Context: an optimization exercise on an open-source flow, tuned for small area, a short achievable clock period and few clock cycles per item. The choices shown serve that exercise and are no tape-out recipe.
In this exercise RTL edits were held to simulation tests only and were not proved equivalent to the original.

== yarrow ==
// line_factor
module line_factor (
    input  wire        clk,
    input  wire        rst,
    input  wire        req_valid,
    output wire        req_ready,
    input  wire [3:0]  req_phase,
    input  wire        req_norm_en,
    input  wire [31:0] req_exp_ref,
    input  wire [31:0] req_exp_meas,
    input  wire [17:0] req_norm_min,
    input  wire [17:0] req_norm_max,
    input  wire        req_drift_upd,
    input  wire        req_drift_first,
    input  wire [17:0] req_drift_mean,
    input  wire [3:0]  req_drift_shift,
    input  wire [17:0] req_drift_ref,
    input  wire [5:0]  req_drift_range,
    output wire        rsp_valid,
    input  wire        rsp_ready,
    output wire [17:0] rsp_ratio,
    output wire        rsp_norm_clamp,
    output wire [17:0] rsp_drift,
    output wire        rsp_drift_clamp
);
    localparam integer S    = 17;                  
    localparam integer D    = S + 3;               
    localparam integer L    = D + 2;               
    reg           rdy_r;
    wire          acc  = req_valid & rdy_r;
    wire          rdy_nx;
    always @(posedge clk) begin
        if (rst) rdy_r <= 1'b1;
        else     rdy_r <= rdy_nx;
    end
    assign req_ready = rdy_r;
  ...
Settings: LEC_CHECK=0, CAP_MARGIN=20, CORE_MARGIN=2, CORE_UTILIZATION=50, CTS_CLUSTER_DIAMETER=100, CTS_CLUSTER_SIZE=24, SLEW_MARGIN=20; clock period 10.0 ns.
standard.sh (not shown) runs the stock make flow with config.mk's settings and CLKGATE_MAP_FILE= SYNTH_SCRIPT=/design/flow/synth_recipe.tcl, a recipe that flattens the netlist after the stock synthesis.
==> flow/flow/run.sh <==
#!/bin/bash
set -euo pipefail
bash standard.sh SETUP_SLACK_MARGIN=6.4 finish > flow_make.log 2>&1
yarrow ended with every stage complete and zero timing, DRC or antenna violations.
Testbench counts of yarrow, summed over its fixed seeds: cycles 2,576, items 2,400.
diff inputs: yarrow => quartz
--- a/flow/design.v
+++ b/flow/design.v
@@ -44,29 +44,27 @@
     reg [17:0] a_min, a_max;
     reg        a_upd, a_first;
     reg [17:0] a_mean;
     reg [15:0] a_soh;      
     reg [25:0] a_xs;       
     reg [14:0] a_lmask;    
     reg [17:0] a_dref;
     reg [5:0]  a_range;
-    reg [25:0] a_ma, a_mb;  
+    reg [25:0] a_mrd;       
+    reg        a_mok;       
+    reg        a_f1, a_f2, a_f3;    
     reg        p_v     [0:S];
     reg [3:0]  p_phase [0:S];
     reg        p_upd   [0:S];
     reg [25:0] p_qd    [0:S];    
     reg        b_v;
     reg [3:0]  b_phase;
     reg        b_upd;
     reg [25:0] b_ma, b_mb;
-    wire [25:0] m_rd  = m_st[req_phase] & {26{m_ok[req_phase]}};
-    wire        fwd_a = a_v & a_upd & (a_phase == req_phase);
-    wire        fwd_b = b_v & b_upd & (b_phase == req_phase);
-    wire        fwd_0 = p_v[0] & p_upd[0] & (p_phase[0] == req_phase);
     wire [25:0] n_ma, n_mb;      
     always @(posedge clk) begin
         if (rst) a_v <= 1'b0;
         else     a_v <= acc;
         a_phase   <= req_phase;
         a_norm_en <= req_norm_en;
         a_ref     <= req_exp_ref;
         a_meas    <= req_exp_meas;
@@ -75,27 +73,25 @@
         a_upd     <= req_drift_upd;
         a_first   <= req_drift_first;
         a_mean    <= req_drift_mean;
         a_soh     <= 16'd1 << req_drift_shift;
         a_xs      <= {req_drift_mean, 8'd0} >> req_drift_shift;
         a_lmask   <= ~(15'h7fff << req_drift_shift);
         a_dref    <= req_drift_ref;
         a_range   <= req_drift_range;
-        if (fwd_a) begin
-            a_ma <= n_ma;
-            a_mb <= n_mb;
-        end else if (fwd_b) begin
-            a_ma <= b_ma;
-            a_mb <= b_mb;
-        end else begin
-            a_ma <= fwd_0 ? p_qd[0] : m_rd;
-            a_mb <= 26'd0;
-        end
+        a_mrd     <= m_st[req_phase];
+        a_mok     <= m_ok[req_phase];
+        a_f1      <= a_v & a_upd & (a_phase == req_phase);
+        a_f2      <= b_v & b_upd & (b_phase == req_phase);
+        a_f3      <= p_v[0] & p_upd[0] & (p_phase[0] == req_phase);
     end
+    wire [25:0] a_ma = a_f1 ? b_ma : a_f2 ? p_qd[0] : a_f3 ? p_qd[1] :
+                       (a_mrd & {26{a_mok}});
+    wire [25:0] a_mb = a_f1 ? b_mb : 26'd0;
     wire [25:0] x_in = {a_mean, 8'd0};
     reg  [25:0] a_sh, b_sh;    
     reg  [25:0] k_pos;         
     reg         c_s;
     integer     j;
     wire [14:0] f_am  = a_ma[14:0] & a_lmask;
     wire [14:0] f_bm  = a_mb[14:0] & a_lmask;
     wire [14:0] f_xm  = x_in[14:0] & a_lmask;
@@ -220,21 +216,25 @@
             wire        rq    = p_rq[gs];
             wire [33:0] radd  = rq ? ~{2'b00, p_rd[gs]} : {2'b00, p_rd[gs]};
             wire [34:0] rsum  = {rw, 1'b1} + {radd, rq};
             wire        rge   = ~rsum[34];
             wire        mnb   = p_rmin[gs][17];
             wire        mxb   = p_rmax[gs][17];
             wire        eqmn  = ~p_ltmin[gs] & ~p_gtmin[gs];
             wire        eqmx  = ~p_ltmax[gs] & ~p_gtmax[gs];
-            wire        ltmin = p_ltmin[gs] | (eqmn & ~rge & mnb);
-            wire        gtmin = p_gtmin[gs] | (eqmn & rge & ~mnb);
-            wire        ltmax = p_ltmax[gs] | (eqmx & ~rge & mxb);
-            wire        gtmax = p_gtmax[gs] | (eqmx & rge & ~mxb);
-            wire        obit  = ltmin ? mnb : gtmax ? mxb : rge;
+            wire        ltmin0 = p_ltmin[gs] | (eqmn & mnb);
+            wire        gtmax1 = p_gtmax[gs] | (eqmx & ~mxb);
+            wire        ob0    = ltmin0 ? mnb : p_gtmax[gs] ? mxb : 1'b0;
+            wire        ob1    = p_ltmin[gs] ? mnb : gtmax1 ? mxb : 1'b1;
+            wire        ltmin = rge ? p_ltmin[gs] : ltmin0;
+            wire        gtmin = rge ? (p_gtmin[gs] | (eqmn & ~mnb)) : p_gtmin[gs];
+            wire        ltmax = rge ? p_ltmax[gs] : (p_ltmax[gs] | (eqmx & mxb));
+            wire        gtmax = rge ? gtmax1 : p_gtmax[gs];
+            wire        obit  = rge ? ob1 : ob0;
             wire [26:0] qw_n;
             wire        qge;
             wire        qovf;
             wire        qzero;
             if (gs == 0) begin : g_q0
                 wire [25:0] md  = p_qd[0];
                 wire [27:0] ox  = {3'b000, s0_dref, 7'd0};
                 wire [27:0] oy  = {20'd0, md[25:18]};
## What came out
Compared with yarrow, quartz shows multi-input gate area in the final layout lower by 1.2%. quartz leaves less setup margin than yarrow. Changes observed in quartz relative to yarrow: share of the synthesized netlist area taken by xor and xnor gates was more or less identical; clock-pin slew on the worst setup and hold paths was more or less identical. The higher basic-gate share of the synthesized area counting and, or, nand and nor cells of quartz and yarrow is in yarrow. Re fmax: quartz is 6.9% down on yarrow. Against yarrow as the reference, quartz delivers a lower final standard cell area without fillers.
Testbench counts of quartz, summed over its fixed seeds: cycles 2,576, items 2,400.


Another version of the RTL of line_factor (not shown whole).
For scale: about 5,200 flip-flops, about 190,000 um^2 of cells after synthesis.
Settings: LEC_CHECK=0, CAP_MARGIN=20, CORE_MARGIN=2, CORE_UTILIZATION=50, CTS_CLUSTER_DIAMETER=100, CTS_CLUSTER_SIZE=24, SLEW_MARGIN=20; clock period 10.0 ns.
Scripts as last shown in full above: flow/flow/run.sh
Testbench counts at the start, summed over its fixed seeds: cycles 2,576, items 2,400.
Change:
--- a/flow/design.v
+++ b/flow/design.v
@@ -58,37 +58,45 @@
     reg        p_v     [0:S];
     reg [3:0]  p_phase [0:S];
     reg        p_upd   [0:S];
     reg [25:0] p_qd    [0:S];    
     reg        b_v;
     reg [3:0]  b_phase;
     reg        b_upd;
     reg [25:0] b_ma, b_mb;
     wire [25:0] n_ma, n_mb;      
+    wire [15:0] ph_oh = 16'd1 << req_phase;
+    reg  [25:0] m_rd;
+    integer     pk;
+    always @(*) begin
+        m_rd = 26'd0;
+        for (pk = 0; pk < 16; pk = pk + 1)
+            m_rd = m_rd | (m_st[pk] & {26{ph_oh[pk]}});
+    end
     always @(posedge clk) begin
         if (rst) a_v <= 1'b0;
         else     a_v <= acc;
         a_phase   <= req_phase;
         a_norm_en <= req_norm_en;
         a_ref     <= req_exp_ref;
         a_meas    <= req_exp_meas;
         a_min     <= req_norm_min;
         a_max     <= req_norm_max;
         a_upd     <= req_drift_upd;
         a_first   <= req_drift_first;
         a_mean    <= req_drift_mean;
         a_soh     <= 16'd1 << req_drift_shift;
         a_xs      <= {req_drift_mean, 8'd0} >> req_drift_shift;
         a_lmask   <= ~(15'h7fff << req_drift_shift);
         a_dref    <= req_drift_ref;
         a_range   <= req_drift_range;
-        a_mrd     <= m_st[req_phase];
-        a_mok     <= m_ok[req_phase];
+        a_mrd     <= m_rd;
+        a_mok     <= |(m_ok & ph_oh);
         a_f1      <= a_v & a_upd & (a_phase == req_phase);
         a_fpre    <= (b_v & b_upd & (b_phase == req_phase)) |
                      (p_v[0] & p_upd[0] & (p_phase[0] == req_phase));
         a_pre     <= (b_v & b_upd & (b_phase == req_phase)) ? m_new : p_qd[0];
     end
     wire [25:0] x_in = {a_mean, 8'd0};
     wire        a_lp = a_f1 & ~a_first;
     wire [25:0] a_ma = a_first ? x_in : a_f1 ? b_ma : a_fpre ? a_pre :
                        (a_mrd & {26{a_mok}});
@@ -462,19 +470,19 @@
     always @(posedge clk) begin
         if (rst) begin
             o_v    <= 1'b0;
             rg_v   <= {L{1'b0}};
             hd_seq <= 5'd0;
             tl_seq <= 5'd0;
         end else begin
             if (o_free) o_v <= pop | direct;
             rg_v   <= {rg_v[L-2:0], push | (rg_v[L-1] & ~pop)};
-            if (pop)  hd_seq <= hd_seq + 5'd1;
-            if (push) tl_seq <= tl_seq + 5'd1;
+            if (pop | direct) hd_seq <= hd_seq + 5'd1;
+            if (f_v)  tl_seq <= tl_seq + 5'd1;
         end
     end
     assign rsp_valid       = o_v;
     assign rsp_ratio       = o_data[17:0];
     assign rsp_norm_clamp  = o_data[18];
     assign rsp_drift       = {1'b0, o_data[35:19]};
     assign rsp_drift_clamp = o_data[36];
 endmodule
Outcome:
- count of clock-buffer cells in the layout is unchanged
- synthesized cell count hardly moves
- via count climbs by 1.4%
- core utilization increases by 0.38 points
- sequential cell count does not change
Testbench counts after the change, summed over its fixed seeds: cycles 2,576, items 2,400.

[static timing again, ports no longer ideal]
The results above use ideal ports. As a check the final layouts listed here were re-extracted and re-timed, cells and wires unchanged.
Step 1 sets driving cells, clkbuf_16 on the clock port and buf_2 on the other inputs (assumed; they add their load-dependent delay and slew).
Step 2, shift: input delay + t, output delay - t, t = (earliest + latest rising clock arrival at the registers) / 2. This alone moves slack from input paths to output paths.
Slacks: ideal / step 1 / step 2; pairs: ideal / step 1.
| run | shift t [ns] | slack for setup (ns) | worst hold slack (ns) |
|---|---|---|---|
| yarrow | 1.085 | 6.156 / 6.156 / 5.343 | 0.293 / 0.293 / 0.293 |
| quartz | 1.031 | 5.872 / 5.872 / 5.606 | 0.301 / 0.301 / 0.301 |
| the first run of note 2 | 1.073 | 6.069 / 6.069 / 5.526 | 0.302 / 0.302 / 0.302 |
| the second run of note 2 | 1.062 | 6.003 / 6.003 / 5.511 | 0.262 / 0.262 / 0.262 |
After both steps every run listed still meets setup and hold. The setup slack of yarrow, which loses most, moves by 0.000 ns with the drivers and by -0.813 ns with both steps.
